This is an optimization exercise on Yosys and OpenROAD, whose aim is small area and a short achievable clock period, not a production implementation. RTL that was checked went through simulation tests only; none was proved equivalent to the original. Only the layout flow was run in run 1; the RTL was not checked for function there.

## flow/design.v (module list and top-level ports; edited modules follow where they fit)
// module ecc_codec: 727 lines
module ecc_codec (
    input  wire        clk,
    input  wire        rst,
    input  wire        in_valid,
    input  wire        in_decode,
    input  wire [1:0]  in_code,
    input  wire [63:0] in_data,
    input  wire [14:0] in_chk,
    output wire        out_valid,
    output wire [63:0] out_data,
    output wire [14:0] out_chk,
    output wire [1:0]  out_status
);
  // ...
==> flow/flow/run.sh <==
#!/bin/bash
# Own layout flow: the standard layout (standard.sh, unchanged synthesis and
# steps) with two changes:
#  - the port buffers that global placement puts on every input and output are
#    sky130_fd_sc_hd__buf_1 cells instead of ORFS's default choice;
#  - clock tree synthesis clusters up to 24 flip-flops under each leaf buffer
#    (clkbuf_16) and inserts no dummy loads;
#  - timing repair aims for 9.3 ns of setup slack (a 3.7 ns period) instead of 0.
# Each tool's full output is kept: ORFS writes its per-step logs under
# orfs/logs/, and this script keeps the make output in standard.log.
set -euo pipefail
cd "$(dirname "$0")/.."
export BUFFER_PORTS_ARGS="-buffer_cell sky130_fd_sc_hd__buf_1"
export CTS_ARGS="-sink_clustering_enable -repair_clock_nets -sink_clustering_size 24 -sink_clustering_max_diameter 100 -buf_list sky130_fd_sc_hd__clkbuf_16 -dont_use_dummy_load"
export SETUP_SLACK_MARGIN=9.3
bash standard.sh > standard.log 2>&1
==> flow/standard.sh <==
#!/bin/bash
# synth_recipe.tcl (not shown) runs the flow's synth.tcl, then flattens the netlist and writes it again
# the make line also repeats each setting of config.mk as NAME=value (left out here)
make -C /OpenROAD-flow-scripts/flow DESIGN_CONFIG=/design/flow/config.mk WORK_HOME=/design/flow/orfs CLKGATE_MAP_FILE= SYNTH_SCRIPT=/design/flow/synth_recipe.tcl "${@:-finish}"
==> flow/config.mk <==
export PLATFORM = sky130hd
export DESIGN_NAME = ecc_codec
export DESIGN_NICKNAME = ecc_codec
export VERILOG_FILES = /design/flow/design.v
export SDC_FILE = /design/flow/constraint.sdc
export NUM_CORES = 4
export LEC_CHECK = 0
export CAP_MARGIN = 20
export CORE_MARGIN = 2
export CORE_UTILIZATION = 40
export PLACE_DENSITY = 0.6
export SLEW_MARGIN = 20
==> flow/constraint.sdc <==
create_clock -name core_clock -period 13.0 [get_ports {clk}]
set_input_delay 2.6000 -clock core_clock [delete_from_list [all_inputs] [get_ports {clk}]]
set_output_delay 2.6000 -clock core_clock [all_outputs]
set_load 0.01 [all_outputs]
==> reports/qor.csv, run 1 <==
metric;value;unit
signal buffers share of area;3.90;%
count of non-filler cells in the finished layout;3089;
crit share post-route;28.3;%
Hold-fix buffers, CTS;0;
status;complete, no violations;
DRC errors left;0;
fraction of area in multi-input gates;49.1;%
Non-CTS buffers;192;
total track usage;24.7;%
total wire length;71.4;mm
Worst Slack Setup Final;9.32;ns
Critical Path Source Type;flop;
Seq cells;469;
hold path cells;0;
max-slew violations;0;
commonest cells after routing, fill and taps aside;xnor2_1 (456), dfxtp_1 (434), nand2_1 (242), nor2_1 (178), xor2_1 (162);
Setup crit start;res_data_q5[40]$_DFF_P_;
routability cong.;0.988;
layer with the highest usage;met2;
antenna violations before repair;1;
# clk buffers;24;
Die W;236;um
Crit Path Class;reg -> out;
clk latency of the worst-skew pair;0.57;ns
number of H-tree levels;1;
Mapped Cells;2336;
Synth-to-Final Area Change;8.97;%
ANT cells;0;
largest class;multi-input combinational cells;
grt met2 use;38.1;%
CTS tree;built;
post-synthesis mux area share;0.875;%
Slew Limit Headroom;34.6;%
Remaining Overflow, GRT;0;
ys async rst share;0;%
==> run 2, diff against run 1 <==
--- a/flow/design.v
+++ b/flow/design.v
@@ -434,23 +434,325 @@
         dl_q2 <= dl;
         ds_q2 <= ds;
         poi_q2 <= poi;
         par_s_q2 <= par_s;
         s1_q2 <= s1m;
         s3_q2 <= s3m;
     end
     wire [6:0] ft;
-    assign ft[0] = (s1_q2 == 7'd1) | (s1_q2 == 7'd2) | (s1_q2 == 7'd4) | (s1_q2 == 7'd6) | (s1_q2 == 7'd8) | (s1_q2 == 7'd11) | (s1_q2 == 7'd12) | (s1_q2 == 7'd14) | (s1_q2 == 7'd15) | (s1_q2 == 7'd16) | (s1_q2 == 7'd18) | (s1_q2 == 7'd20) | (s1_q2 == 7'd22) | (s1_q2 == 7'd24) | (s1_q2 == 7'd30) | (s1_q2 == 7'd31) | (s1_q2 == 7'd32) | (s1_q2 == 7'd35) | (s1_q2 == 7'd36) | (s1_q2 == 7'd38) | (s1_q2 == 7'd39) | (s1_q2 == 7'd40) | (s1_q2 == 7'd42) | (s1_q2 == 7'd44) | (s1_q2 == 7'd48) | (s1_q2 == 7'd49) | (s1_q2 == 7'd50) | (s1_q2 == 7'd58) | (s1_q2 == 7'd59) | (s1_q2 == 7'd61) | (s1_q2 == 7'd62) | (s1_q2 == 7'd63) | (s1_q2 == 7'd64) | (s1_q2 == 7'd69) | (s1_q2 == 7'd70) | (s1_q2 == 7'd71) | (s1_q2 == 7'd72) | (s1_q2 == 7'd77) | (s1_q2 == 7'd80) | (s1_q2 == 7'd82) | (s1_q2 == 7'd84) | (s1_q2 == 7'd85) | (s1_q2 == 7'd88) | (s1_q2 == 7'd90) | (s1_q2 == 7'd91) | (s1_q2 == 7'd92) | (s1_q2 == 7'd93) | (s1_q2 == 7'd94) | (s1_q2 == 7'd96) | (s1_q2 == 7'd99) | (s1_q2 == 7'd100) | (s1_q2 == 7'd101) | (s1_q2 == 7'd104) | (s1_q2 == 7'd105) | (s1_q2 == 7'd106) | (s1_q2 == 7'd107) | (s1_q2 == 7'd108) | (s1_q2 == 7'd112) | (s1_q2 == 7'd113) | (s1_q2 == 7'd114) | (s1_q2 == 7'd116) | (s1_q2 == 7'd120) | (s1_q2 == 7'd122) | (s1_q2 == 7'd127);
-    assign ft[1] = (s1_q2 == 7'd4) | (s1_q2 == 7'd5) | (s1_q2 == 7'd6) | (s1_q2 == 7'd7) | (s1_q2 == 7'd12) | (s1_q2 == 7'd15) | (s1_q2 == 7'd16) | (s1_q2 == 7'd18) | (s1_q2 == 7'd25) | (s1_q2 == 7'd29) | (s1_q2 == 7'd30) | (s1_q2 == 7'd31) | (s1_q2 == 7'd33) | (s1_q2 == 7'd35) | (s1_q2 == 7'd36) | (s1_q2 == 7'd37) | (s1_q2 == 7'd38) | (s1_q2 == 7'd39) | (s1_q2 == 7'd43) | (s1_q2 == 7'd44) | (s1_q2 == 7'd45) | (s1_q2 == 7'd47) | (s1_q2 == 7'd48) | (s1_q2 == 7'd51) | (s1_q2 == 7'd53) | (s1_q2 == 7'd55) | (s1_q2 == 7'd56) | (s1_q2 == 7'd57) | (s1_q2 == 7'd58) | (s1_q2 == 7'd59) | (s1_q2 == 7'd62) | (s1_q2 == 7'd63) | (s1_q2 == 7'd64) | (s1_q2 == 7'd65) | (s1_q2 == 7'd71) | (s1_q2 == 7'd73) | (s1_q2 == 7'd74) | (s1_q2 == 7'd75) | (s1_q2 == 7'd76) | (s1_q2 == 7'd78) | (s1_q2 == 7'd79) | (s1_q2 == 7'd80) | (s1_q2 == 7'd82) | (s1_q2 == 7'd83) | (s1_q2 == 7'd85) | (s1_q2 == 7'd86) | (s1_q2 == 7'd87) | (s1_q2 == 7'd94) | (s1_q2 == 7'd98) | (s1_q2 == 7'd99) | (s1_q2 == 7'd103) | (s1_q2 == 7'd105) | (s1_q2 == 7'd107) | (s1_q2 == 7'd110) | (s1_q2 == 7'd111) | (s1_q2 == 7'd112) | (s1_q2 == 7'd113) | (s1_q2 == 7'd115) | (s1_q2 == 7'd116) | (s1_q2 == 7'd117) | (s1_q2 == 7'd118) | (s1_q2 == 7'd120) | (s1_q2 == 7'd121) | (s1_q2 == 7'd122);
-    assign ft[2] = (s1_q2 == 7'd13) | (s1_q2 == 7'd14) | (s1_q2 == 7'd15) | (s1_q2 == 7'd16) | (s1_q2 == 7'd17) | (s1_q2 == 7'd18) | (s1_q2 == 7'd20) | (s1_q2 == 7'd21) | (s1_q2 == 7'd22) | (s1_q2 == 7'd24) | (s1_q2 == 7'd25) | (s1_q2 == 7'd26) | (s1_q2 == 7'd27) | (s1_q2 == 7'd29) | (s1_q2 == 7'd30) | (s1_q2 == 7'd31) | (s1_q2 == 7'd32) | (s1_q2 == 7'd36) | (s1_q2 == 7'd37) | (s1_q2 == 7'd39) | (s1_q2 == 7'd40) | (s1_q2 == 7'd41) | (s1_q2 == 7'd44) | (s1_q2 == 7'd46) | (s1_q2 == 7'd47) | (s1_q2 == 7'd49) | (s1_q2 == 7'd50) | (s1_q2 == 7'd51) | (s1_q2 == 7'd52) | (s1_q2 == 7'd53) | (s1_q2 == 7'd59) | (s1_q2 == 7'd63) | (s1_q2 == 7'd67) | (s1_q2 == 7'd70) | (s1_q2 == 7'd71) | (s1_q2 == 7'd73) | (s1_q2 == 7'd75) | (s1_q2 == 7'd77) | (s1_q2 == 7'd79) | (s1_q2 == 7'd80) | (s1_q2 == 7'd83) | (s1_q2 == 7'd85) | (s1_q2 == 7'd88) | (s1_q2 == 7'd89) | (s1_q2 == 7'd90) | (s1_q2 == 7'd92) | (s1_q2 == 7'd93) | (s1_q2 == 7'd95) | (s1_q2 == 7'd98) | (s1_q2 == 7'd102) | (s1_q2 == 7'd103) | (s1_q2 == 7'd104) | (s1_q2 == 7'd105) | (s1_q2 == 7'd109) | (s1_q2 == 7'd111) | (s1_q2 == 7'd115) | (s1_q2 == 7'd116) | (s1_q2 == 7'd118) | (s1_q2 == 7'd119) | (s1_q2 == 7'd120) | (s1_q2 == 7'd121) | (s1_q2 == 7'd124) | (s1_q2 == 7'd126) | (s1_q2 == 7'd127);
-    assign ft[3] = (s1_q2 == 7'd3) | (s1_q2 == 7'd7) | (s1_q2 == 7'd9) | (s1_q2 == 7'd10) | (s1_q2 == 7'd14) | (s1_q2 == 7'd19) | (s1_q2 == 7'd21) | (s1_q2 == 7'd25) | (s1_q2 == 7'd29) | (s1_q2 == 7'd30) | (s1_q2 == 7'd38) | (s1_q2 == 7'd39) | (s1_q2 == 7'd41) | (s1_q2 == 7'd45) | (s1_q2 == 7'd46) | (s1_q2 == 7'd47) | (s1_q2 == 7'd49) | (s1_q2 == 7'd52) | (s1_q2 == 7'd53) | (s1_q2 == 7'd54) | (s1_q2 == 7'd56) | (s1_q2 == 7'd57) | (s1_q2 == 7'd59) | (s1_q2 == 7'd60) | (s1_q2 == 7'd62) | (s1_q2 == 7'd63) | (s1_q2 == 7'd64) | (s1_q2 == 7'd65) | (s1_q2 == 7'd67) | (s1_q2 == 7'd68) | (s1_q2 == 7'd69) | (s1_q2 == 7'd70) | (s1_q2 == 7'd71) | (s1_q2 == 7'd72) | (s1_q2 == 7'd75) | (s1_q2 == 7'd77) | (s1_q2 == 7'd80) | (s1_q2 == 7'd82) | (s1_q2 == 7'd84) | (s1_q2 == 7'd87) | (s1_q2 == 7'd88) | (s1_q2 == 7'd89) | (s1_q2 == 7'd93) | (s1_q2 == 7'd94) | (s1_q2 == 7'd96) | (s1_q2 == 7'd98) | (s1_q2 == 7'd99) | (s1_q2 == 7'd100) | (s1_q2 == 7'd101) | (s1_q2 == 7'd102) | (s1_q2 == 7'd103) | (s1_q2 == 7'd104) | (s1_q2 == 7'd107) | (s1_q2 == 7'd108) | (s1_q2 == 7'd110) | (s1_q2 == 7'd114) | (s1_q2 == 7'd116) | (s1_q2 == 7'd117) | (s1_q2 == 7'd118) | (s1_q2 == 7'd120) | (s1_q2 == 7'd122) | (s1_q2 == 7'd123) | (s1_q2 == 7'd124) | (s1_q2 == 7'd127);
-    assign ft[4] = (s1_q2 == 7'd2) | (s1_q2 == 7'd3) | (s1_q2 == 7'd4) | (s1_q2 == 7'd5) | (s1_q2 == 7'd7) | (s1_q2 == 7'd8) | (s1_q2 == 7'd9) | (s1_q2 == 7'd12) | (s1_q2 == 7'd16) | (s1_q2 == 7'd19) | (s1_q2 == 7'd22) | (s1_q2 == 7'd24) | (s1_q2 == 7'd25) | (s1_q2 == 7'd28) | (s1_q2 == 7'd30) | (s1_q2 == 7'd32) | (s1_q2 == 7'd33) | (s1_q2 == 7'd35) | (s1_q2 == 7'd36) | (s1_q2 == 7'd40) | (s1_q2 == 7'd41) | (s1_q2 == 7'd44) | (s1_q2 == 7'd45) | (s1_q2 == 7'd48) | (s1_q2 == 7'd49) | (s1_q2 == 7'd51) | (s1_q2 == 7'd53) | (s1_q2 == 7'd57) | (s1_q2 == 7'd60) | (s1_q2 == 7'd61) | (s1_q2 == 7'd62) | (s1_q2 == 7'd63) | (s1_q2 == 7'd64) | (s1_q2 == 7'd65) | (s1_q2 == 7'd67) | (s1_q2 == 7'd70) | (s1_q2 == 7'd72) | (s1_q2 == 7'd73) | (s1_q2 == 7'd76) | (s1_q2 == 7'd78) | (s1_q2 == 7'd79) | (s1_q2 == 7'd80) | (s1_q2 == 7'd81) | (s1_q2 == 7'd84) | (s1_q2 == 7'd88) | (s1_q2 == 7'd89) | (s1_q2 == 7'd91) | (s1_q2 == 7'd93) | (s1_q2 == 7'd95) | (s1_q2 == 7'd96) | (s1_q2 == 7'd97) | (s1_q2 == 7'd98) | (s1_q2 == 7'd100) | (s1_q2 == 7'd105) | (s1_q2 == 7'd107) | (s1_q2 == 7'd109) | (s1_q2 == 7'd116) | (s1_q2 == 7'd118) | (s1_q2 == 7'd119) | (s1_q2 == 7'd121) | (s1_q2 == 7'd122) | (s1_q2 == 7'd124) | (s1_q2 == 7'd125) | (s1_q2 == 7'd126);
-    assign ft[5] = (s1_q2 == 7'd7) | (s1_q2 == 7'd8) | (s1_q2 == 7'd9) | (s1_q2 == 7'd10) | (s1_q2 == 7'd11) | (s1_q2 == 7'd12) | (s1_q2 == 7'd14) | (s1_q2 == 7'd17) | (s1_q2 == 7'd21) | (s1_q2 == 7'd23) | (s1_q2 == 7'd24) | (s1_q2 == 7'd27) | (s1_q2 == 7'd29) | (s1_q2 == 7'd30) | (s1_q2 == 7'd31) | (s1_q2 == 7'd32) | (s1_q2 == 7'd35) | (s1_q2 == 7'd36) | (s1_q2 == 7'd37) | (s1_q2 == 7'd39) | (s1_q2 == 7'd41) | (s1_q2 == 7'd45) | (s1_q2 == 7'd47) | (s1_q2 == 7'd50) | (s1_q2 == 7'd53) | (s1_q2 == 7'd58) | (s1_q2 == 7'd60) | (s1_q2 == 7'd62) | (s1_q2 == 7'd66) | (s1_q2 == 7'd70) | (s1_q2 == 7'd71) | (s1_q2 == 7'd72) | (s1_q2 == 7'd74) | (s1_q2 == 7'd76) | (s1_q2 == 7'd77) | (s1_q2 == 7'd78) | (s1_q2 == 7'd79) | (s1_q2 == 7'd85) | (s1_q2 == 7'd86) | (s1_q2 == 7'd87) | (s1_q2 == 7'd88) | (s1_q2 == 7'd90) | (s1_q2 == 7'd91) | (s1_q2 == 7'd94) | (s1_q2 == 7'd95) | (s1_q2 == 7'd96) | (s1_q2 == 7'd97) | (s1_q2 == 7'd99) | (s1_q2 == 7'd101) | (s1_q2 == 7'd102) | (s1_q2 == 7'd105) | (s1_q2 == 7'd106) | (s1_q2 == 7'd107) | (s1_q2 == 7'd110) | (s1_q2 == 7'd111) | (s1_q2 == 7'd112) | (s1_q2 == 7'd114) | (s1_q2 == 7'd116) | (s1_q2 == 7'd118) | (s1_q2 == 7'd121) | (s1_q2 == 7'd123) | (s1_q2 == 7'd124) | (s1_q2 == 7'd125) | (s1_q2 == 7'd126);
-    assign ft[6] = (s1_q2 == 7'd5) | (s1_q2 == 7'd7) | (s1_q2 == 7'd15) | (s1_q2 == 7'd19) | (s1_q2 == 7'd23) | (s1_q2 == 7'd26) | (s1_q2 == 7'd27) | (s1_q2 == 7'd28) | (s1_q2 == 7'd30) | (s1_q2 == 7'd31) | (s1_q2 == 7'd32) | (s1_q2 == 7'd34) | (s1_q2 == 7'd35) | (s1_q2 == 7'd36) | (s1_q2 == 7'd40) | (s1_q2 == 7'd41) | (s1_q2 == 7'd42) | (s1_q2 == 7'd44) | (s1_q2 == 7'd47) | (s1_q2 == 7'd48) | (s1_q2 == 7'd49) | (s1_q2 == 7'd50) | (s1_q2 == 7'd51) | (s1_q2 == 7'd52) | (s1_q2 == 7'd54) | (s1_q2 == 7'd55) | (s1_q2 == 7'd57) | (s1_q2 == 7'd58) | (s1_q2 == 7'd59) | (s1_q2 == 7'd60) | (s1_q2 == 7'd61) | (s1_q2 == 7'd62) | (s1_q2 == 7'd64) | (s1_q2 == 7'd69) | (s1_q2 == 7'd71) | (s1_q2 == 7'd72) | (s1_q2 == 7'd74) | (s1_q2 == 7'd77) | (s1_q2 == 7'd78) | (s1_q2 == 7'd80) | (s1_q2 == 7'd82) | (s1_q2 == 7'd83) | (s1_q2 == 7'd87) | (s1_q2 == 7'd88) | (s1_q2 == 7'd89) | (s1_q2 == 7'd91) | (s1_q2 == 7'd92) | (s1_q2 == 7'd94) | (s1_q2 == 7'd97) | (s1_q2 == 7'd98) | (s1_q2 == 7'd100) | (s1_q2 == 7'd101) | (s1_q2 == 7'd102) | (s1_q2 == 7'd103) | (s1_q2 == 7'd104) | (s1_q2 == 7'd106) | (s1_q2 == 7'd111) | (s1_q2 == 7'd113) | (s1_q2 == 7'd117) | (s1_q2 == 7'd118) | (s1_q2 == 7'd119) | (s1_q2 == 7'd121) | (s1_q2 == 7'd123) | (s1_q2 == 7'd126);
+    wire ftn_15 = s1_q2[4] & s1_q2[2];
+    wire ftn_16 = s1_q2[1] & ftn_15;
+    wire ftn_17 = ~s1_q2[4] & ~s1_q2[2];
+    wire ftn_18 = s1_q2[3] & ~s1_q2[2];
+    wire ftn_19 = ~s1_q2[5] & ~ftn_18;
+    wire ftn_20 = ~ftn_17 & ftn_19;
+    wire ftn_21 = ~ftn_16 & ~ftn_20;
+    wire ftn_22 = s1_q2[1] & ~s1_q2[0];
+    wire ftn_23 = ~s1_q2[3] & s1_q2[0];
+    wire ftn_24 = s1_q2[4] & ftn_23;
+    wire ftn_25 = ~s1_q2[3] & s1_q2[1];
+    wire ftn_26 = ~s1_q2[4] & ~s1_q2[0];
+    wire ftn_27 = ~s1_q2[2] & ~ftn_26;
+    wire ftn_28 = ftn_25 & ~ftn_27;
+    wire ftn_29 = ~ftn_24 & ~ftn_28;
+    wire ftn_30 = s1_q2[4] & ~s1_q2[0];
+    wire ftn_31 = s1_q2[3] & ftn_30;
+    wire ftn_32 = s1_q2[6] & ~ftn_31;
+    wire ftn_33 = ftn_29 & ftn_32;
+    wire ftn_34 = ftn_22 & ftn_33;
+    wire ftn_35 = s1_q2[4] & ~s1_q2[1];
+    wire ftn_36 = ftn_23 & ~ftn_35;
+    wire ftn_37 = s1_q2[5] & ~s1_q2[3];
+    wire ftn_38 = ~ftn_31 & ~ftn_37;
+    wire ftn_39 = ~ftn_36 & ftn_38;
+    wire ftn_40 = ~ftn_34 & ftn_39;
+    wire ftn_41 = ~ftn_21 & ~ftn_40;
+    wire ftn_42 = ~s1_q2[4] & s1_q2[0];
+    wire ftn_43 = s1_q2[1] & ftn_18;
+    wire ftn_44 = ~s1_q2[1] & ~ftn_18;
+    wire ftn_45 = ~ftn_43 & ~ftn_44;
+    wire ftn_46 = ftn_42 & ~ftn_45;
+    wire ftn_47 = s1_q2[3] & s1_q2[1];
+    wire ftn_48 = ~ftn_26 & ftn_47;
+    wire ftn_49 = ~s1_q2[5] & ~ftn_48;
+    wire ftn_50 = ~s1_q2[4] & s1_q2[2];
+    wire ftn_51 = ftn_22 & ftn_50;
+    wire ftn_52 = s1_q2[2] & ftn_23;
+    wire ftn_53 = ~ftn_51 & ~ftn_52;
+    wire ftn_54 = ~ftn_49 & ftn_53;
+    wire ftn_55 = ~ftn_46 & ftn_54;
+    wire ftn_56 = ~s1_q2[6] & ~ftn_55;
+    wire ftn_57 = s1_q2[5] & s1_q2[3];
+    wire ftn_58 = s1_q2[2] & s1_q2[0];
+    wire ftn_59 = ~s1_q2[2] & ~s1_q2[0];
+    wire ftn_60 = ~ftn_58 & ~ftn_59;
+    wire ftn_61 = s1_q2[5] & s1_q2[0];
+    wire ftn_62 = ~s1_q2[1] & ~ftn_61;
+    wire ftn_63 = ~ftn_60 & ftn_62;
+    wire ftn_64 = ftn_57 & ftn_63;
+    wire ftn_65 = s1_q2[4] & s1_q2[0];
+    wire ftn_66 = s1_q2[5] & ftn_47;
+    wire ftn_67 = ftn_65 & ftn_66;
+    wire ftn_68 = ~s1_q2[3] & ~s1_q2[1];
+    wire ftn_69 = ftn_58 & ftn_68;
+    wire ftn_70 = ~ftn_67 & ~ftn_69;
+    wire ftn_71 = s1_q2[5] & s1_q2[1];
+    wire ftn_72 = ftn_50 & ftn_71;
+    wire ftn_73 = ~s1_q2[5] & s1_q2[3];
+    wire ftn_74 = ~s1_q2[2] & s1_q2[1];
+    wire ftn_75 = ~s1_q2[4] & ftn_74;
+    wire ftn_76 = ftn_73 & ftn_75;
+    wire ftn_77 = ~ftn_72 & ~ftn_76;
+    wire ftn_78 = ftn_70 & ftn_77;
+    wire ftn_79 = ~ftn_64 & ftn_78;
+    wire ftn_80 = ~s1_q2[6] & ftn_79;
+    wire ftn_81 = s1_q2[2] & ftn_37;
+    wire ftn_82 = ~ftn_60 & ftn_71;
+    wire ftn_83 = ~ftn_81 & ~ftn_82;
+    wire ftn_84 = ~s1_q2[4] & ~ftn_83;
+    wire ftn_85 = ~s1_q2[5] & ~ftn_65;
+    wire ftn_86 = ftn_63 & ftn_85;
+    wire ftn_87 = ftn_61 & ftn_68;
+    wire ftn_88 = s1_q2[3] & ~s1_q2[0];
+    wire ftn_89 = ~s1_q2[4] & ~ftn_88;
+    wire ftn_90 = ~ftn_31 & ~ftn_89;
+    wire ftn_91 = ftn_18 & ftn_90;
+    wire ftn_92 = ~ftn_87 & ~ftn_91;
+    wire ftn_93 = ~ftn_86 & ftn_92;
+    wire ftn_94 = ~ftn_84 & ftn_93;
+    wire ftn_95 = ~ftn_80 & ftn_94;
+    wire ftn_96 = ~ftn_56 & ~ftn_95;
+    assign ft[6] = ftn_41 | ftn_96;
+    wire ftn_98 = ~s1_q2[5] & s1_q2[2];
+    wire ftn_99 = ftn_65 & ftn_98;
+    wire ftn_100 = ~ftn_33 & ftn_99;
+    wire ftn_101 = ftn_50 & ftn_79;
+    wire ftn_102 = ~ftn_15 & ~ftn_17;
+    wire ftn_103 = ~ftn_79 & ~ftn_102;
+    wire ftn_104 = s1_q2[5] & ftn_33;
+    wire ftn_105 = ~ftn_103 & ftn_104;
+    wire ftn_106 = ~ftn_101 & ftn_105;
+    wire ftn_107 = ~ftn_100 & ~ftn_106;
+    wire ftn_108 = s1_q2[5] & ~s1_q2[2];
+    wire ftn_109 = s1_q2[4] & ftn_108;
+    wire ftn_110 = ~s1_q2[3] & ~ftn_109;
+    wire ftn_111 = ~s1_q2[1] & ftn_65;
+    wire ftn_112 = s1_q2[5] & ftn_26;
+    wire ftn_113 = ~s1_q2[1] & ftn_112;
+    wire ftn_114 = ~ftn_111 & ~ftn_113;
+    wire ftn_115 = ftn_110 & ~ftn_114;
+    wire ftn_116 = ftn_30 & ftn_74;
+    wire ftn_117 = s1_q2[5] & ftn_116;
+    wire ftn_118 = ~s1_q2[5] & ~ftn_25;
+    wire ftn_119 = ftn_42 & ~ftn_118;
+    wire ftn_120 = s1_q2[5] & ftn_25;
+    wire ftn_121 = ~s1_q2[2] & ~ftn_120;
+    wire ftn_122 = ftn_119 & ~ftn_121;
+    wire ftn_123 = ~ftn_117 & ~ftn_122;
+    wire ftn_124 = ~ftn_115 & ftn_123;
+    wire ftn_125 = ~s1_q2[6] & ~ftn_124;
+    wire ftn_126 = ~ftn_58 & ~ftn_116;
+    wire ftn_127 = ~s1_q2[6] & ~ftn_126;
+    wire ftn_128 = s1_q2[4] & ~s1_q2[2];
+    wire ftn_129 = s1_q2[6] & s1_q2[0];
+    wire ftn_130 = ~ftn_98 & ftn_129;
+    wire ftn_131 = ~ftn_128 & ftn_130;
+    wire ftn_132 = ~ftn_127 & ~ftn_131;
+    wire ftn_133 = s1_q2[3] & ~ftn_112;
+    wire ftn_134 = s1_q2[6] & s1_q2[1];
+    wire ftn_135 = ~ftn_133 & ~ftn_134;
+    wire ftn_136 = ~ftn_98 & ~ftn_108;
+    wire ftn_137 = ftn_30 & ftn_136;
+    wire ftn_138 = ftn_35 & ~ftn_137;
+    wire ftn_139 = s1_q2[1] & ftn_108;
+    wire ftn_140 = ~ftn_73 & ftn_128;
+    wire ftn_141 = ~ftn_139 & ~ftn_140;
+    wire ftn_142 = ~ftn_138 & ftn_141;
+    wire ftn_143 = ~ftn_135 & ftn_142;
+    wire ftn_144 = ftn_132 & ftn_143;
+    wire ftn_145 = ~ftn_125 & ~ftn_144;
+    assign ft[5] = ~ftn_107 | ~ftn_145;
+    wire ftn_147 = ~s1_q2[3] & ftn_41;
+    wire ftn_148 = s1_q2[3] & ~ftn_60;
+    wire ftn_149 = s1_q2[6] & ~ftn_148;
+    wire ftn_150 = s1_q2[3] & s1_q2[2];
+    wire ftn_151 = ~s1_q2[5] & ~s1_q2[4];
+    wire ftn_152 = ~ftn_150 & ftn_151;
+    wire ftn_153 = ~ftn_149 & ~ftn_152;
+    wire ftn_154 = s1_q2[1] & s1_q2[0];
+    wire ftn_155 = ~ftn_26 & ~ftn_154;
+    wire ftn_156 = ~ftn_17 & ftn_57;
+    wire ftn_157 = ftn_155 & ftn_156;
+    wire ftn_158 = ~s1_q2[1] & ftn_98;
+    wire ftn_159 = ftn_88 & ftn_158;
+    wire ftn_160 = ~ftn_157 & ~ftn_159;
+    wire ftn_161 = ftn_153 & ftn_160;
+    wire ftn_162 = ~ftn_147 & ftn_161;
+    wire ftn_163 = s1_q2[5] & s1_q2[4];
+    wire ftn_164 = ~ftn_132 & ~ftn_163;
+    wire ftn_165 = ftn_162 & ftn_164;
+    wire ftn_166 = ftn_31 & ftn_108;
+    wire ftn_167 = ~s1_q2[6] & ~ftn_43;
+    wire ftn_168 = ~ftn_51 & ftn_167;
+    wire ftn_169 = ~ftn_166 & ftn_168;
+    wire ftn_170 = s1_q2[0] & ~ftn_15;
+    wire ftn_171 = ~s1_q2[5] & ftn_22;
+    wire ftn_172 = ftn_25 & ~ftn_171;
+    wire ftn_173 = ~ftn_170 & ftn_172;
+    wire ftn_174 = ~s1_q2[5] & ~s1_q2[2];
+    wire ftn_175 = ~ftn_30 & ftn_174;
+    wire ftn_176 = ~s1_q2[0] & ftn_15;
+    wire ftn_177 = ~ftn_175 & ~ftn_176;
+    wire ftn_178 = ftn_68 & ~ftn_177;
+    wire ftn_179 = ~ftn_173 & ~ftn_178;
+    wire ftn_180 = ftn_169 & ftn_179;
+    wire ftn_181 = ~ftn_165 & ftn_180;
+    wire ftn_182 = ~ftn_136 & ftn_154;
+    wire ftn_183 = ftn_110 & ~ftn_182;
+    wire ftn_184 = ~ftn_133 & ~ftn_183;
+    wire ftn_185 = ~ftn_90 & ftn_158;
+    wire ftn_186 = ~ftn_50 & ftn_171;
+    wire ftn_187 = s1_q2[6] & ~ftn_186;
+    wire ftn_188 = ftn_24 & ftn_74;
+    wire ftn_189 = ftn_187 & ~ftn_188;
+    wire ftn_190 = ~ftn_185 & ftn_189;
+    wire ftn_191 = ~ftn_184 & ftn_190;
+    wire ftn_192 = ftn_79 & ftn_191;
+    assign ft[4] = ftn_181 | ftn_192;
+    wire ftn_194 = ftn_35 & ftn_108;
+    wire ftn_195 = s1_q2[6] & ~ftn_194;
+    wire ftn_196 = s1_q2[1] & ~ftn_30;
+    wire ftn_197 = s1_q2[2] & ~ftn_196;
+    wire ftn_198 = ~ftn_29 & ftn_197;
+    wire ftn_199 = ftn_195 & ~ftn_198;
+    wire ftn_200 = ftn_31 & ftn_174;
+    wire ftn_201 = s1_q2[4] & ftn_18;
+    wire ftn_202 = ~ftn_171 & ~ftn_201;
+    wire ftn_203 = ~ftn_196 & ~ftn_202;
+    wire ftn_204 = ~ftn_200 & ftn_203;
+    wire ftn_205 = s1_q2[5] & ftn_50;
+    wire ftn_206 = s1_q2[3] & ~ftn_205;
+    wire ftn_207 = ~ftn_61 & ~ftn_174;
+    wire ftn_208 = ~ftn_206 & ftn_207;
+    wire ftn_209 = ~s1_q2[5] & ~s1_q2[3];
+    wire ftn_210 = ~ftn_74 & ~ftn_209;
+    wire ftn_211 = ftn_42 & ~ftn_210;
+    wire ftn_212 = ~s1_q2[3] & ftn_50;
+    wire ftn_213 = ~ftn_63 & ~ftn_212;
+    wire ftn_214 = ~ftn_211 & ftn_213;
+    wire ftn_215 = ~ftn_208 & ftn_214;
+    wire ftn_216 = ~ftn_204 & ftn_215;
+    wire ftn_217 = ftn_199 & ~ftn_216;
+    wire ftn_218 = s1_q2[1] & ftn_73;
+    wire ftn_219 = ftn_68 & ftn_174;
+    wire ftn_220 = ~ftn_218 & ~ftn_219;
+    wire ftn_221 = s1_q2[0] & ~ftn_220;
+    wire ftn_222 = ~s1_q2[0] & ~ftn_47;
+    wire ftn_223 = ~s1_q2[6] & ~ftn_222;
+    wire ftn_224 = ~ftn_221 & ftn_223;
+    wire ftn_225 = ~ftn_81 & ~ftn_224;
+    wire ftn_226 = ~ftn_108 & ~ftn_201;
+    wire ftn_227 = s1_q2[0] & ftn_15;
+    wire ftn_228 = ftn_226 & ~ftn_227;
+    wire ftn_229 = s1_q2[1] & ~ftn_228;
+    wire ftn_230 = ~s1_q2[1] & ftn_57;
+    wire ftn_231 = ftn_15 & ftn_230;
+    wire ftn_232 = ~s1_q2[4] & ftn_68;
+    wire ftn_233 = ~ftn_231 & ~ftn_232;
+    wire ftn_234 = ~ftn_86 & ftn_233;
+    wire ftn_235 = ~ftn_229 & ftn_234;
+    wire ftn_236 = ~ftn_225 & ftn_235;
+    wire ftn_237 = ~ftn_217 & ~ftn_236;
+    wire ftn_238 = ftn_30 & ftn_230;
+    wire ftn_239 = ~ftn_67 & ~ftn_238;
+    assign ft[3] = ~ftn_237 | ~ftn_239;
+    wire ftn_241 = ~s1_q2[0] & ftn_194;
+    wire ftn_242 = ftn_25 & ftn_26;
+    wire ftn_243 = ftn_17 & ftn_23;
+    wire ftn_244 = ~ftn_75 & ~ftn_243;
+    wire ftn_245 = ~ftn_242 & ftn_244;
+    wire ftn_246 = ~ftn_241 & ftn_245;
+    wire ftn_247 = ftn_162 & ftn_246;
+    wire ftn_248 = ~s1_q2[1] & ~ftn_153;
+    wire ftn_249 = ~ftn_107 & ~ftn_248;
+    wire ftn_250 = ~ftn_35 & ~ftn_42;
+    wire ftn_251 = ~ftn_68 & ~ftn_250;
+    wire ftn_252 = ~ftn_25 & ~ftn_99;
+    wire ftn_253 = ~ftn_137 & ftn_252;
+    wire ftn_254 = ~ftn_251 & ftn_253;
+    wire ftn_255 = ftn_187 & ~ftn_254;
+    wire ftn_256 = ~ftn_249 & ftn_255;
+    assign ft[2] = ftn_247 | ftn_256;
+    wire ftn_258 = ftn_37 & ~ft[4];
+    wire ftn_259 = ftn_50 & ftn_237;
+    wire ftn_260 = ~ftn_140 & ~ftn_259;
+    wire ftn_261 = ~s1_q2[0] & ~ftn_260;
+    wire ftn_262 = ~s1_q2[1] & ~ftn_163;
+    wire ftn_263 = ~ftn_151 & ~ftn_262;
+    wire ftn_264 = ~ftn_237 & ftn_263;
+    wire ftn_265 = ft[5] & ftn_264;
+    wire ftn_266 = ~ftn_261 & ~ftn_265;
+    wire ftn_267 = ~ftn_258 & ~ftn_266;
+    wire ftn_268 = ftn_50 & ftn_154;
+    wire ftn_269 = ~ftn_154 & ~ftn_201;
+    wire ftn_270 = ~ftn_46 & ftn_269;
+    wire ftn_271 = s1_q2[5] & ~ftn_270;
+    wire ftn_272 = ftn_73 & ftn_111;
+    wire ftn_273 = ftn_15 & ftn_47;
+    wire ftn_274 = ~ftn_212 & ~ftn_273;
+    wire ftn_275 = ~s1_q2[6] & ftn_274;
+    wire ftn_276 = ~ftn_272 & ftn_275;
+    wire ftn_277 = ~ftn_271 & ftn_276;
+    wire ftn_278 = s1_q2[0] & ftn_18;
+    wire ftn_279 = ftn_220 & ~ftn_278;
+    wire ftn_280 = ~s1_q2[4] & ~ftn_279;
+    wire ftn_281 = ftn_37 & ftn_75;
+    wire ftn_282 = ~ftn_188 & ~ftn_281;
+    wire ftn_283 = ~ftn_280 & ftn_282;
+    wire ftn_284 = ftn_199 & ftn_283;
+    wire ftn_285 = ~ftn_277 & ~ftn_284;
+    wire ftn_286 = ~ftn_268 & ~ftn_285;
+    assign ft[1] = ftn_267 | ~ftn_286;
+    wire ftn_288 = ~ftn_42 & ftn_108;
+    wire ftn_289 = ~ftn_226 & ~ftn_288;
+    wire ftn_290 = ~s1_q2[5] & ftn_212;
+    wire ftn_291 = ~ftn_289 & ~ftn_290;
+    wire ftn_292 = s1_q2[1] & ~ftn_291;
+    wire ftn_293 = ~ftn_70 & ~ftn_274;
+    wire ftn_294 = s1_q2[2] & ~ftn_68;
+    wire ftn_295 = ~ftn_73 & ftn_294;
+    wire ftn_296 = ftn_30 & ~ftn_295;
+    wire ftn_297 = ftn_17 & ftn_57;
+    wire ftn_298 = ~ftn_63 & ~ftn_297;
+    wire ftn_299 = ~ftn_113 & ftn_298;
+    wire ftn_300 = ~ftn_296 & ftn_299;
+    wire ftn_301 = ~ftn_293 & ftn_300;
+    wire ftn_302 = ~ftn_292 & ftn_301;
+    wire ftn_303 = s1_q2[6] & ~ftn_302;
+    wire ftn_304 = ~ftn_72 & ~ftn_81;
+    wire ftn_305 = ~ftn_212 & ~ftn_304;
+    wire ftn_306 = ftn_119 & ~ftn_120;
+    wire ftn_307 = ftn_26 & ftn_219;
+    wire ftn_308 = ~ftn_195 & ~ftn_307;
+    wire ftn_309 = ~ftn_306 & ftn_308;
+    wire ftn_310 = ~ftn_305 & ftn_309;
+    wire ftn_311 = ~ftn_25 & ~ftn_174;
+    wire ftn_312 = s1_q2[4] & ~ftn_311;
+    wire ftn_313 = ~ftn_158 & ~ftn_312;
+    wire ftn_314 = s1_q2[0] & ~ftn_313;
+    wire ftn_315 = ~ftn_218 & ~ftn_281;
+    wire ftn_316 = ftn_59 & ~ftn_315;
+    wire ftn_317 = ~ftn_60 & ~ftn_108;
+    wire ftn_318 = ftn_155 & ftn_251;
+    wire ftn_319 = ~ftn_317 & ftn_318;
+    wire ftn_320 = ~ftn_316 & ~ftn_319;
+    wire ftn_321 = ~ftn_314 & ftn_320;
+    wire ftn_322 = ftn_310 & ftn_321;
+    assign ft[0] = ftn_303 | ftn_322;
     wire [6:0] f = ft & {7{~dl_q2}};
     reg v3;
     always @(posedge clk) v3 <= rst ? 1'b0 : v2;
     reg [63:0] d_q3;
     reg [14:0] chk0_q3;
     reg dl_q3;
     reg ds_q3;
     reg poi_q3;
==> flow/flow/run.sh (replaced) <==
#!/bin/bash
# Own layout flow: the standard layout (standard.sh, unchanged synthesis and
# steps) with two changes:
#  - the port buffers that global placement puts on every input and output are
#    sky130_fd_sc_hd__buf_1 cells instead of ORFS's default choice;
#  - clock tree synthesis clusters up to 24 flip-flops under each leaf buffer
#    (clkbuf_16) and inserts no dummy loads;
#  - timing repair aims for 9.6 ns of setup slack (a 3.4 ns period) instead of 0.
# Each tool's full output is kept: ORFS writes its per-step logs under
# orfs/logs/, and this script keeps the make output in standard.log.
set -euo pipefail
cd "$(dirname "$0")/.."
export BUFFER_PORTS_ARGS="-buffer_cell sky130_fd_sc_hd__buf_1"
export CTS_ARGS="-sink_clustering_enable -repair_clock_nets -sink_clustering_size 24 -sink_clustering_max_diameter 100 -buf_list sky130_fd_sc_hd__clkbuf_16 -dont_use_dummy_load"
export SETUP_SLACK_MARGIN=9.6
bash standard.sh > standard.log 2>&1
==> run 2 against run 1 <==
Highest routed layer unchanged. Via count down 6.6%. Flip-flop and latch count unchanged. Clock-buffer cell count up 1.
==> reports/qor.csv, run 2 <==
metric;value;unit;change
Final nets;2388;;
Vias;15800;;
worst path bufs/invs;1;;
Highest Clock Rate;276;MHz;
ys async rst share;0;%;unchanged
synthesized cell area;20700;sq um;
most area-consuming cells after synthesis;dfxtp_1 (45%), xnor2_1 (19%), xor2_1 (6.5%);;
Mapped Cells;2180;;-6.7%
min-delay src;chk0_q2[14]$_DFF_P_;;
Setup TNS;0;ns;
Slew Limit Headroom;34.6;%;-0.045 points
Synth-to-Final Area Change;14.4;%;
crit share post-route;27.9;%;-0.43 points
Crit-path slowest cell;dfxtp_2;;
Cell Chain, Critical Path;buf_6;;
number of vias per cell;5.33;;
1st-pass router iterations;8;;
predominant post-synthesis flop cell;dfxtp_1;;
routability cong.;1.02;;+2.8%
Starting Density;40.4;%;
standard-cell row count;83;;
post-route cell area;23700;sq um;
clk latency of the worst-skew pair;0.59;ns;+0.02 ns
element type at the critical path end;primary output;;
max-cap violation count;0;;
status;complete, no violations;;
Post-DP Area;21700;sq um;
Worst Slack Setup Final;9.38;ns;+0.0560 ns
FF-to-FF setup slack;9.69;ns;
Layout fillers;4858;;
r2r worst-path depth;12;;
Worst Tran Pin Value;0.980;ns;
Routed WL per cell;22.1;um;
max-slew violations;0;;unchanged
post-synth top area cell;dfxtp_1;;
Max Buffers Root-to-Sink;3;;
most frequent cells after synthesis;dfxtp_1 (469), xnor2_1 (452), nand2_1 (221);;
IO Pins;167;;
antenna violations before repair;0;;-1
DRT iter0 DRCs;2102;;
post-synthesis sequential area ratio;45.4;%;
CP required;10.40;ns;
post-route ant nets;0;;
CTS tree;built;;
CTS Buf Count;25;;
Worst-path clk slew;0.09;ns;
Die ar.;53500;sq um;
Critical Path Source Type;flop;;
DRC errors left;0;;unchanged
Place WS;8.40;ns;
Max stage delay on crit path;0.33;ns;
class of the worst hold path;reg -> reg;;
ANT cells;0;;unchanged
number of H-tree levels;1;;unchanged
Synth cell types;77;;
share of layout cells above drive strength 1;13.8;%;
core area;51200;sq um;
vias in the first global route;14700;;
crit path max fanout;1;;
Clock Skew;0.0519;ns;
synthesized area per cell;9.49;sq um;
CP arrival;1.02;ns;
CTS sink cnt;469;;
DPL Wire Length;48.5;mm;
total track usage;23.3;%;-1.4 points
Remaining Overflow, GRT;0;;unchanged
count leader, synth;dfxtp_1;;
synthesis-stage register bit count;469;;
pin count of the biggest net entering global routing;44;;
RR Startpoint;x1_q4[4]$_DFF_P_;;
syn nets;2279;;
clock root buffer;clkbuf_16;;
Tmin final;3.62;ns;
Hold EP;chk0_q3[14]$_DFF_P_;;
total wire length;65.5;mm;-8.3%
Crit Path Class;reg -> out;;
CP delay by family, top;flip-flops;;
commonest non-fill, non-tap cell in the layout;xnor2_1;;
port bufs;166;;
Post-synth EDFFs;0;;
Synth Warn #;1;;
Critical Path Stages;1;;
r2r endpoint;res_chk_q5[3]$_DFF_P_;;
unrepaired setup endpoints after global routing;yes;;
Hold-fix buffers, CTS;0;;unchanged
Die W;231;um;-1.8%
Die Ht;231;um;
first-pass GRT wire length;94.4;mm;
commonest cells after routing, fill and taps aside;xnor2_1 (423), dfxtp_1 (391), nand2_1 (217), nor2_1 (152), xor2_1 (150);;
share of the synthesized area in the top cell type;45.4;%;
hold path cells;0;;unchanged
Final Hold Fails;0;;
# setup viols final;0;;
## run 2: cell count changes after synthesis, sizes merged, moves of 11 or more
cell    previous run  this run
nor2             178       157
nor3              58        47
clkbuf           120       103
o21ai             66        48
nand2            242       221
xor2             165       154
nand3             55        29
## run 2: kinds of logic after synthesis
family | share of synthesized area, %
AOI/OAI and AO/OA | 9.91
xor gates and xnor gates | 27.0
adders and majority gates | 0.847
buffers and inverters | 2.88
DFF | 45.4
muxes | 1.01
and+or+nand+nor | 13.0
## run 2: layer usage
metal	global-route usage (%)	vias up	part of all wire, %
met3	3.73	169	8.6
met1	33.6	7392	45
met4	6.94	0	3.5
met5	0	-	0
met2	35.7	816	43
li1	-	7442	-
## run 2: how the worst max path moves through the flow
stage | to | start | slack, ns
2_1_floorplan | x2_q4[3]$_DFF_P_ | f_q3[1]$_DFF_P_ | 9.63
6_report | out_valid | v5$_SDFF_PP0_ | 9.38
3_5_place_dp | res_chk_q5[3]$_DFF_P_ | x2_q4[6]$_DFF_P_ | 8.40
4_1_cts | out_valid | v5$_SDFF_PP0_ | 9.34
5_1_grt | out_valid | v5$_SDFF_PP0_ | 9.34
3_3_place_gp | res_data_q5[1]$_DFF_P_ | x2_q4[6]$_DFF_P_ | 8.50
## run 2: cell type report
cell class	count	area [sq um]	share of cell area, %
clock buffers	25	626	2.64
well taps	680	851	3.60
repair buffers	209	1410	5.94
multi-input cells	1561	11200	47.2
inverters	23	91.3	0.386
flip-flops and latches	469	9530	40.3
## run 2: timing repair
item | in CTS | in global routing
gates resized for setup | 201 | 112
endpoints found under the setup margin | 185 | 131
cloned | 1 | 1
pin swaps | 11 | 21
setup buffers | 11 | 25
## run 2: metrics by stage
step / util [%] / hold slack, ns / instances
after floorplan: - / 0.310 / 2180
after detailed placement: 42.4 / 0.312 / 2904
final: 46.2 / 0.289 / 2967
after CTS: 44.8 / 0.274 / 2941
after global placement: 42.4 / 0.311 / 2904
after global routing: 46.2 / 0.290 / 2967
==> run 3, diff against run 2 <==
--- a/flow/flow/run.sh
+++ b/flow/flow/run.sh
@@ -7,3 +7,3 @@
 #    (clkbuf_16) and inserts no dummy loads;
-#  - timing repair aims for 9.6 ns of setup slack (a 3.4 ns period) instead of 0.
+#  - timing repair aims for 9.3 ns of setup slack (a 3.7 ns period) instead of 0.
 # Each tool's full output is kept: ORFS writes its per-step logs under
@@ -14,3 +14,3 @@
 export CTS_ARGS="-sink_clustering_enable -repair_clock_nets -sink_clustering_size 24 -sink_clustering_max_diameter 100 -buf_list sky130_fd_sc_hd__clkbuf_16 -dont_use_dummy_load"
-export SETUP_SLACK_MARGIN=9.6
+export SETUP_SLACK_MARGIN=9.3
 bash standard.sh > standard.log 2>&1
--- a/flow/config.mk
+++ b/flow/config.mk
@@ -9,4 +9,4 @@
 export CORE_MARGIN = 2
-export CORE_UTILIZATION = 40
-export PLACE_DENSITY = 0.6
+export CORE_UTILIZATION = 55
+export PLACE_DENSITY = 0.7
 export SLEW_MARGIN = 20
==> run 3 against run 2 <==
Synthesized cell count is the same. Worst hold slack improved by 0.023 ns. Via count fell by 1.3%. Non-clock buffer count down 28. Synthesized area is the same. Critical path type unchanged. Clock-buffer cell count decreased by 1. Worst setup slack got worse by 0.048 ns.
==> reports/qor.csv, run 3 <==
metric;value;unit;change
Highest Clock Rate;273;MHz;-1.3%
Post-synth EDFFs;0;;unchanged
Starting Density;55.4;%;+15 points
ys async rst share;0;%;unchanged
Die Ht;198;um;-14%
Synth cell types;77;;unchanged
synthesized area per cell;9.49;sq um;unchanged
max-slew violations;0;;unchanged
# setup viols final;0;;unchanged
element type at the critical path end;primary output;;
Crit Path Class;reg -> out;;
post-synth top area cell;dfxtp_1;;
number of vias per cell;5.72;;+7.2%
1st-pass router iterations;8;;unchanged
DRT iter0 DRCs;1792;;-15%
CTS sink cnt;469;;unchanged
unrepaired setup endpoints after global routing;yes;;
r2r worst-path depth;10;;-2
IO Pins;167;;unchanged
total track usage;31.7;%;+8.4 points
pin count of the biggest net entering global routing;74;;+68%
class of the worst hold path;reg -> reg;;
Final nets;2357;;-1.3%
routability cong.;1.01;;-0.56%
Hold-fix buffers, CTS;0;;unchanged
core area;37300;sq um;-27%
Slew Limit Headroom;34.2;%;-0.38 points
area of the multi-input gates;10800;sq um;-3.2%
DPL Wire Length;47.9;mm;-1.4%
share of the synthesized area in the top cell type;45.4;%;unchanged
crit share post-route;28.2;%;+0.37 points
worst path bufs/invs;1;;unchanged
Die W;198;um;-14%
vias in the first global route;14500;;-1.0%
Final Hold Fails;0;;unchanged
clk latency of the worst-skew pair;0.57;ns;-0.02 ns
FF+latch area;9430;sq um;-1.1%
Die ar.;39200;sq um;-27%
Vias;15600;;-1.3%
hold path cells;0;;unchanged
share of layout cells above drive strength 1;5.50;%;-8.3 points
Critical Path Source Type;flop;;
Tmin final;3.67;ns;+0.0477 ns
Cell Chain, Critical Path;buf_2;;
post-synthesis sequential area ratio;45.4;%;unchanged
synthesis-stage register bit count;469;;unchanged
post-route ant nets;0;;unchanged
Remaining Overflow, GRT;0;;unchanged
Critical Path Stages;1;;unchanged
Place WS;8.56;ns;+0.158 ns
Clock Skew;0.0633;ns;+0.0114 ns
CP delay by family, top;flip-flops;;
Synth Warn #;1;;unchanged
standard-cell row count;71;;-14%
Max stage delay on crit path;0.37;ns;+0.04 ns
max-cap violation count;0;;unchanged
number of H-tree levels;1;;unchanged
Worst Tran Pin Value;0.986;ns;+0.00571 ns
ANT cells;0;;unchanged
Setup TNS;0;ns;unchanged
Crit-path slowest cell;dfxtp_1;;
most area-consuming cells after synthesis;dfxtp_1 (45%), xnor2_1 (19%), xor2_1 (6.5%);;
commonest non-fill, non-tap cell in the layout;xnor2_1;;
Mapped Cells;2180;;unchanged
synthesized cell area;20700;sq um;unchanged
port bufs;166;;unchanged
clock root buffer;clkbuf_16;;
CP required;10.40;ns;about the same
Layout fillers;3328;;-31%
total wire length;62.8;mm;-4.1%
Worst Slack Setup Final;9.33;ns;-0.0477 ns
predominant post-synthesis flop cell;dfxtp_1;;
syn nets;2279;;unchanged
antenna violations before repair;1;;+1
Max Buffers Root-to-Sink;3;;unchanged
Worst-path clk slew;0.09;ns;about the same
most frequent cells after synthesis;dfxtp_1 (469), xnor2_1 (452), nand2_1 (221);;
count leader, synth;dfxtp_1;;
commonest cells after routing, fill and taps aside;xnor2_1 (447), dfxtp_1 (444), nand2_1 (217), nor2_1 (156), xor2_1 (153);;
Routed WL per cell;23.0;um;+4.2%
CTS Buf Count;24;;-4.0%
first-pass GRT wire length;92.4;mm;-2.0%
status;complete, no violations;;
DRC errors left;0;;unchanged
CP arrival;1.07;ns;+0.05 ns
CTS tree;built;;
Synth-to-Final Area Change;7.77;%;
crit path max fanout;1;;unchanged
[run 3: cell counts after synthesis]
Identical to the previous run, type by type.
[run 3: layout make-up]
type / count / share of cell area [%]
sequential: 469 / 42.3
inverter: 23 / 0.404
timing repair buffer: 181 / 3.46
multi-input combinational: 1559 / 48.5
tap: 474 / 2.66
clock buffer: 24 / 2.69
[run 3: per-layer routing]
metal	track usage [%]	up-vias	wire, um
li1	-	7370	-
met1	44.6	7203	27300
met2	50.0	866	27600
met3	3.49	168	4910
met4	12.2	0	2980
met5	0	-	0
[run 3: worst paths after layout]
check | from | end | slack, ns
hold / removal | d_q2[63]$_DFF_P_ | d_q3[63]$_DFF_P_ | 0.31
hold reg to reg | d_q2[63]$_DFF_P_ | d_q3[63]$_DFF_P_ | 0.31
setup / recovery | res_data_q5[4]$_DFF_P_ | out_data[4] | 9.33
setup reg to reg | in_data_q1[61]$_DFF_P_ | s1_q2[3]$_DFF_P_ | 9.42
[run 3: what timing repair did]
item | 4_1_cts | 5_1_grt
cloned | 0 | 0
pin swaps | 3 | 3
gates resized for setup | 35 | 36
setup buffers | 2 | 4
setup endpoints to repair | 103 | 37
hold endpoints to repair | 0 | 0
[run 3: logic make-up after synthesis]
family | Yosys count | share of synthesized area, %
and+or+nand+nor | 586 | 13.0
muxes | 19 | 1.01
DFF | 469 | 45.4
adders and majority gates | 14 | 0.847
buffers and inverters | 152 | 2.88
xor gates and xnor gates | 619 | 27.0
AOI/OAI and AO/OA | 321 | 9.91
[run 3: stage by stage]
step,cell area [sq um],cells,hold WS [ns],util [%]
finish,22300,2730,0.312,59.7
global route,22300,2730,0.326,59.7
CTS,22200,2726,0.314,59.4
detailed placement,21500,2700,0.312,57.5
global placement,21500,2700,0.310,57.5
floorplan,20700,2180,0.310,-
==> run 4, diff against run 3 <==
--- a/flow/config.mk
+++ b/flow/config.mk
@@ -9,4 +9,4 @@
 export CORE_MARGIN = 2
-export CORE_UTILIZATION = 55
-export PLACE_DENSITY = 0.7
+export CORE_UTILIZATION = 40
+export PLACE_DENSITY = 0.6
 export SLEW_MARGIN = 20
==> run 4 against run 3 <==
Critical endpoint is now out_chk[5]. Clock-buffer cell count rose by 1. Global-route usage decreased by 8.5 points. Critical path type unchanged. Largest cell class unchanged. Fmax is 0.32% lower.
==> reports/qor.csv, run 4 <==
metric;value;unit;change
most frequent cells after synthesis;dfxtp_1 (469), xnor2_1 (452), nand2_1 (221);;
Cell Chain, Critical Path;buf_1;;
Remaining Overflow, GRT;0;;unchanged
Clock Skew;0.0492;ns;-0.0142 ns
ANT cells;0;;unchanged
crit share post-route;28.3;%;+0.089 points
share of the synthesized area in the top cell type;45.4;%;unchanged
max-slew violations;0;;unchanged
antenna violations before repair;0;;-1
total track usage;23.1;%;-8.5 points
syn nets;2279;;unchanged
ys async rst share;0;%;unchanged
post-route ant nets;0;;unchanged
commonest cells after routing, fill and taps aside;dfxtp_1 (452), xnor2_1 (446), nand2_1 (217), buf_1 (158), nor2_1 (155);;
most area-consuming cells after synthesis;dfxtp_1 (45%), xnor2_1 (19%), xor2_1 (6.5%);;
Synth-to-Final Area Change;9.21;%;
vias in the first global route;14600;;+0.63%
Setup TNS;0;ns;unchanged
routability cong.;1.02;;+0.56%
Critical Path Source Type;flop;;
Mapped Cells;2180;;unchanged
unrepaired setup endpoints after global routing;yes;;
Vias;15700;;+0.30%
Place WS;8.40;ns;-0.158 ns
element type at the critical path end;primary output;;
commonest non-fill, non-tap cell in the layout;dfxtp_1;;
share of layout cells above drive strength 1;5.17;%;-0.32 points
DRT iter0 DRCs;2151;;+20%
number of vias per cell;5.32;;-6.9%
Tmin final;3.68;ns;+0.0116 ns
CTS sink cnt;469;;unchanged
Max Buffers Root-to-Sink;3;;unchanged
Worst Tran Pin Value;1.09;ns;+0.100 ns
clk latency of the worst-skew pair;0.59;ns;+0.02 ns
post-synth top area cell;dfxtp_1;;
Final nets;2362;;+0.21%
clock root buffer;clkbuf_16;;
# setup viols final;0;;unchanged
first-pass GRT wire length;93.7;mm;+1.4%
Die ar.;53500;sq um;+37%
synthesized cell area;20700;sq um;unchanged
post-synthesis sequential area ratio;45.4;%;unchanged
Crit Path Class;reg -> out;;
count leader, synth;dfxtp_1;;
Worst-path clk slew;0.09;ns;about the same
count of non-filler cells in the finished layout;2941;;+7.7%
1st-pass router iterations;9;;+1
final core utilization;44.1;%;-16 points
Slew Limit Headroom;26.9;%;-7.3 points
DPL Wire Length;48.5;mm;+1.4%
max-cap violation count;0;;unchanged
port bufs;166;;unchanged
predominant post-synthesis flop cell;dfxtp_1;;
crit path max fanout;1;;unchanged
worst path bufs/invs;1;;unchanged
Post-synth EDFFs;0;;unchanged
Die W;231;um;+17%
CP arrival;1.08;ns;about the same
total wire length;64.4;mm;+2.6%
core area;51200;sq um;+37%
synthesized area per cell;9.49;sq um;unchanged
Crit-path slowest cell;dfxtp_1;;
Synth cell types;77;;unchanged
Starting Density;40.4;%;-15 points
status;complete, no violations;;
Routed WL per cell;21.9;um;-4.8%
placed cells;2904;;+7.6%
Fin Hold WS;0.291;ns;-0.0211 ns
Max stage delay on crit path;0.38;ns;about the same
CTS tree;built;;
CTS Buf Count;25;;+4.2%
class of the worst hold path;reg -> reg;;
Synth Warn #;1;;unchanged
standard-cell row count;83;;+17%
Highest Clock Rate;272;MHz;-0.32%
Final Hold Fails;0;;unchanged
pin count of the biggest net entering global routing;44;;-41%
IO Pins;167;;unchanged
Post-DP Area;21700;sq um;+1.1%
CP required;10.40;ns;about the same
synthesis-stage register bit count;469;;unchanged
Worst Slack Setup Final;9.32;ns;-0.0116 ns
DRC errors left;0;;unchanged
CP delay by family, top;flip-flops;;
post-route cell area;22600;sq um;+1.3%
Die Ht;231;um;+17%
number of H-tree levels;1;;unchanged
## run 4: per-layer routing
metal  share of wire (%)  GRT usage (%)  routed length, um
met5                   0              0                  0
met4                 3.4           6.81               2210
met3                 9.0           3.80               5770
met2                  43           35.4              27800
met1                  44           33.3              28600
## run 4: cell families after synthesis
group,count (synthesis),synth area share [%]
xor gates and xnor gates,619,27.0
and+or+nand+nor,586,13.0
DFF,469,45.4
AOI/OAI and AO/OA,321,9.91
buffers and inverters,152,2.88
muxes,19,1.01
adders and majority gates,14,0.847
## run 4: cell type report
| class | count | area [sq um] |
|---|---|---|
| inverters | 23 | 90.1 |
| repair buffers | 184 | 774 |
| well taps | 680 | 851 |
| fillers | 4992 | 28600 |
| clock buffers | 25 | 626 |
| flip-flops and latches | 469 | 9420 |
| multi-input cells | 1560 | 10800 |
## run 4: final timing paths
path,startpoint,endpoint,slack (ns),cells after the start
max,res_chk_q5[5]$_DFF_P_,out_chk[5],9.32,1
max reg2reg,in_data_q1[27]$_DFF_P_,s1_q2[3]$_DFF_P_,9.39,10
min reg2reg,chk0_q2[14]$_DFF_P_,chk0_q3[14]$_DFF_P_,0.29,0
min,chk0_q2[14]$_DFF_P_,chk0_q3[14]$_DFF_P_,0.29,0
## run 4: repair_timing
item / 4_1_cts / 5_1_grt
gates cloned: 1 / 0
endpoints found under the setup margin: 77 / 29
setup buffers: 2 / 9
pin swaps: 2 / 6
hold buffers: 0 / 0
resized for setup: 25 / 32
==> run 5, diff against run 4 <==
==> flow/flow/run.sh (replaced) <==
#!/bin/bash
# Own layout flow: the standard layout (standard.sh, unchanged synthesis and
# steps) with these changes:
#  - the port buffers that global placement puts on every input and output are
#    sky130_fd_sc_hd__buf_1 cells instead of ORFS's default choice;
#  - clock tree synthesis clusters up to 32 flip-flops under each leaf buffer
#    (clkbuf_16) and inserts no dummy loads;
#  - timing repair aims for 9.45 ns of setup slack (a 3.55 ns period) instead of 0.
# Each tool's full output is kept: ORFS writes its per-step logs under
# orfs/logs/, and this script keeps the make output in standard.log.
set -euo pipefail
cd "$(dirname "$0")/.."
export BUFFER_PORTS_ARGS="-buffer_cell sky130_fd_sc_hd__buf_1"
export CTS_ARGS="-sink_clustering_enable -repair_clock_nets -sink_clustering_size 32 -sink_clustering_max_diameter 80 -buf_list sky130_fd_sc_hd__clkbuf_16 -dont_use_dummy_load"
export SETUP_SLACK_MARGIN=9.45
bash standard.sh > standard.log 2>&1
--- a/flow/config.mk
+++ b/flow/config.mk
@@ -9,4 +9,4 @@
 export CORE_MARGIN = 2
-export CORE_UTILIZATION = 40
-export PLACE_DENSITY = 0.6
+export CORE_UTILIZATION = 55
+export PLACE_DENSITY = 0.7
 export SLEW_MARGIN = 20
==> run 5 against run 4 <==
Register-to-register slack better by 0.08 ns. Largest cell class unchanged. Worst hold slack worse by 0.017 ns.
==> reports/qor.csv, run 5 <==
metric;value;unit;change
port bufs;166;;unchanged
antenna violations before repair;0;;unchanged
element type at the critical path end;primary output;;
Vias;15700;;+0.19%
ANT cells;0;;unchanged
count leader, synth;dfxtp_1;;
Starting Density;55.4;%;+15 points
standard-cell row count;71;;-14%
Post-synth EDFFs;0;;unchanged
total track usage;31.8;%;+8.7 points
post-synthesis sequential area ratio;45.4;%;unchanged
number of H-tree levels;1;;unchanged
Final nets;2362;;unchanged
total wire length;63.3;mm;-1.7%
IO Pins;167;;unchanged
crit path max fanout;1;;unchanged
ys async rst share;0;%;unchanged
Critical Path Stages;1;;unchanged
Hold-fix buffers, CTS;0;;unchanged
CTS sink cnt;469;;unchanged
Remaining Overflow, GRT;0;;unchanged
share of layout cells above drive strength 1;10.8;%;+5.7 points
FF-to-FF setup slack;9.47;ns;+0.08 ns
Cell Chain, Critical Path;buf_6;;
Crit Path Class;reg -> out;;
Synth Warn #;1;;unchanged
routability cong.;1.01;;-0.56%
Setup crit start;res_data_q5[50]$_DFF_P_;;
Worst-path clk slew;0.11;ns;+0.02 ns
Max stage delay on crit path;0.37;ns;about the same
commonest cells after routing, fill and taps aside;xnor2_1 (436), dfxtp_1 (405), nand2_1 (217), nor2_1 (156), xor2_1 (152);;
syn nets;2279;;unchanged
Synth-to-Final Area Change;10.3;%;
commonest non-fill, non-tap cell in the layout;xnor2_1;;
crit path capture;out_data[50];;
Highest Clock Rate;273;MHz;+0.67%
max-cap violation count;0;;unchanged
CP delay by family, top;flip-flops;;
Die Ht;198;um;-14%
DRC errors left;0;;unchanged
CP arrival;1.06;ns;-0.02 ns
Critical Path Source Type;flop;;
first-pass GRT wire length;92.7;mm;-1.1%
core area;37300;sq um;-27%
Clock Skew;0.0723;ns;+0.0232 ns
Fin Hold WS;0.274;ns;-0.0173 ns
worst path bufs/invs;1;;unchanged
Final Hold Fails;0;;unchanged
area of the multi-input gates;10900;sq um;+0.92%
number of vias per cell;5.73;;+7.7%
Worst Tran Pin Value;0.979;ns;-0.107 ns
Slew Limit Headroom;34.7;%;+7.7 points
Max Buffers Root-to-Sink;3;;unchanged
post-route ant nets;0;;unchanged
Crit-path slowest cell;dfxtp_2;;
Place WS;8.56;ns;+0.158 ns
Layout fillers;3254;;-35%
Setup TNS;0;ns;unchanged
1st-pass router iterations;6;;-3
synthesis-stage register bit count;469;;unchanged
Die ar.;39200;sq um;-27%
Mapped Cells;2180;;unchanged
DRT iter0 DRCs;1828;;-15%
Worst Slack Setup Final;9.34;ns;+0.0243 ns
Tmin final;3.66;ns;-0.0243 ns
# setup viols final;0;;unchanged
clk latency of the worst-skew pair;0.58;ns;about the same
CP required;10.40;ns;about the same
status;complete, no violations;;
synthesized area per cell;9.49;sq um;unchanged
predominant post-synthesis flop cell;dfxtp_1;;
share of the synthesized area in the top cell type;45.4;%;unchanged
pin count of the biggest net entering global routing;74;;+68%
class of the worst hold path;reg -> reg;;
Routed WL per cell;23.2;um;+5.7%
unrepaired setup endpoints after global routing;yes;;
r2r worst-path depth;12;;+2
Synth cell types;77;;unchanged
CTS tree;built;;
RR Startpoint;x2_q4[4]$_DFF_P_;;
post-synth top area cell;dfxtp_1;;
most area-consuming cells after synthesis;dfxtp_1 (45%), xnor2_1 (19%), xor2_1 (6.5%);;
Die W;198;um;-14%
CTS Buf Count;22;;-12%
max-slew violations;0;;unchanged
r2r endpoint;res_chk_q5[1]$_DFF_P_;;
FF+latch area;9480;sq um;+0.68%
clock root buffer;clkbuf_16;;
DPL Wire Length;47.9;mm;-1.4%
crit share post-route;28.1;%;-0.19 points
vias in the first global route;14500;;-0.55%
synthesized cell area;20700;sq um;unchanged
most frequent cells after synthesis;dfxtp_1 (469), xnor2_1 (452), nand2_1 (221);;
==> run 5: routing by layer <==
| metal | share of wire, % | track usage (%) | routed length [um] | up-vias |
|---|---|---|---|---|
| met5 | 0 | 0 | 0 | - |
| met4 | 4.5 | 12.3 | 2840 | 0 |
| met3 | 7.3 | 3.36 | 4640 | 148 |
| met2 | 45 | 50.5 | 28300 | 847 |
| met1 | 43 | 44.6 | 27500 | 7306 |
| li1 | - | - | - | 7382 |
==> run 5: through the flow <==
step                      cells  util [%]  cell area [sq um]
final                      2735      61.1              22800
after CTS                  2727      60.2              22500
after global routing       2735      61.1              22800
after detailed placement   2700      57.5              21500
after global placement     2700      57.5              21500
after floorplan            2180         -              20700
==> run 5: layout make-up <==
class | instances | share of cell area (%)
Clock buffer | 22 | 2.41
Inverter | 23 | 0.384
Multi-Input combinational cell | 1560 | 47.9
Sequential cell | 469 | 41.6
Tap cell | 474 | 2.60
Timing Repair Buffer | 187 | 5.13
==> run 5: cell families (layout without fill, tap and decap cells) <==
| family | count (synthesis) | in the layout | share of synthesized area [%] |
|---|---|---|---|
| simple gates | 586 | 586 | 13.0 |
| xor+xnor | 619 | 620 | 27.0 |
| buf+inv | 152 | 232 | 2.88 |
| flops | 469 | 469 | 45.4 |
| compound gates | 321 | 321 | 9.91 |
| mux | 19 | 19 | 1.01 |
| fa+ha+maj | 14 | 14 | 0.847 |
==> run 5: worst min path at each step <==
stage / from / endpoint / slack [ns] / depth (start not counted)
floorplan: chk0_q2[0]$_DFF_P_ / chk0_q3[0]$_DFF_P_ / 0.31 / 0
global placement: d_q2[36]$_DFF_P_ / d_q3[36]$_DFF_P_ / 0.31 / 0
detailed placement: chk0_q3[12]$_DFF_P_ / chk0_q4[12]$_DFF_P_ / 0.31 / 0
CTS: d_q2[21]$_DFF_P_ / d_q3[21]$_DFF_P_ / 0.27 / 0
global route: d_q2[21]$_DFF_P_ / d_q3[21]$_DFF_P_ / 0.27 / 0
finish: d_q2[21]$_DFF_P_ / d_q3[21]$_DFF_P_ / 0.27 / 0
==> run 5: repair_timing <==
item                                    CTS  global route
endpoints found under the setup margin  178           115
gates resized for setup                 172            66
pin swaps                                 6             7
setup buffers                             5             7
gates cloned                              0             1
hold endpoints to repair                  0             0

[separate check: timing with driven ports]
Ports are ideal in the flow. The routed layouts listed here were re-timed in OpenROAD.
Step 1, drivers: a clkbuf_16 drives clk and a buf_2 each remaining input, both assumed.
Step 2 moves the port delays by t, midway between the first and last clock arrival at a register: inputs arrive t later, outputs are due t later. That takes back most of the time a late clock gives input paths.
a / b / c = no drivers / after step 1 / after step 2; a / b = the first two.
run | shift t [ns] | setup WS [ns] | worst data-port slew with drivers (ns)
run 1 | 0.609 | 9.322 / 9.263 / 9.498 | 0.04
run 2 | 0.619 | 9.378 / 9.321 / 9.688 | 0.05
run 3 | 0.588 | 9.330 / 9.277 / 9.421 | 0.04
run 4 | 0.613 | 9.319 / 9.266 / 9.394 | 0.05
run 5 | 0.589 | 9.343 / 9.293 / 9.473 | 0.04
After both steps every run listed still meets setup and hold.
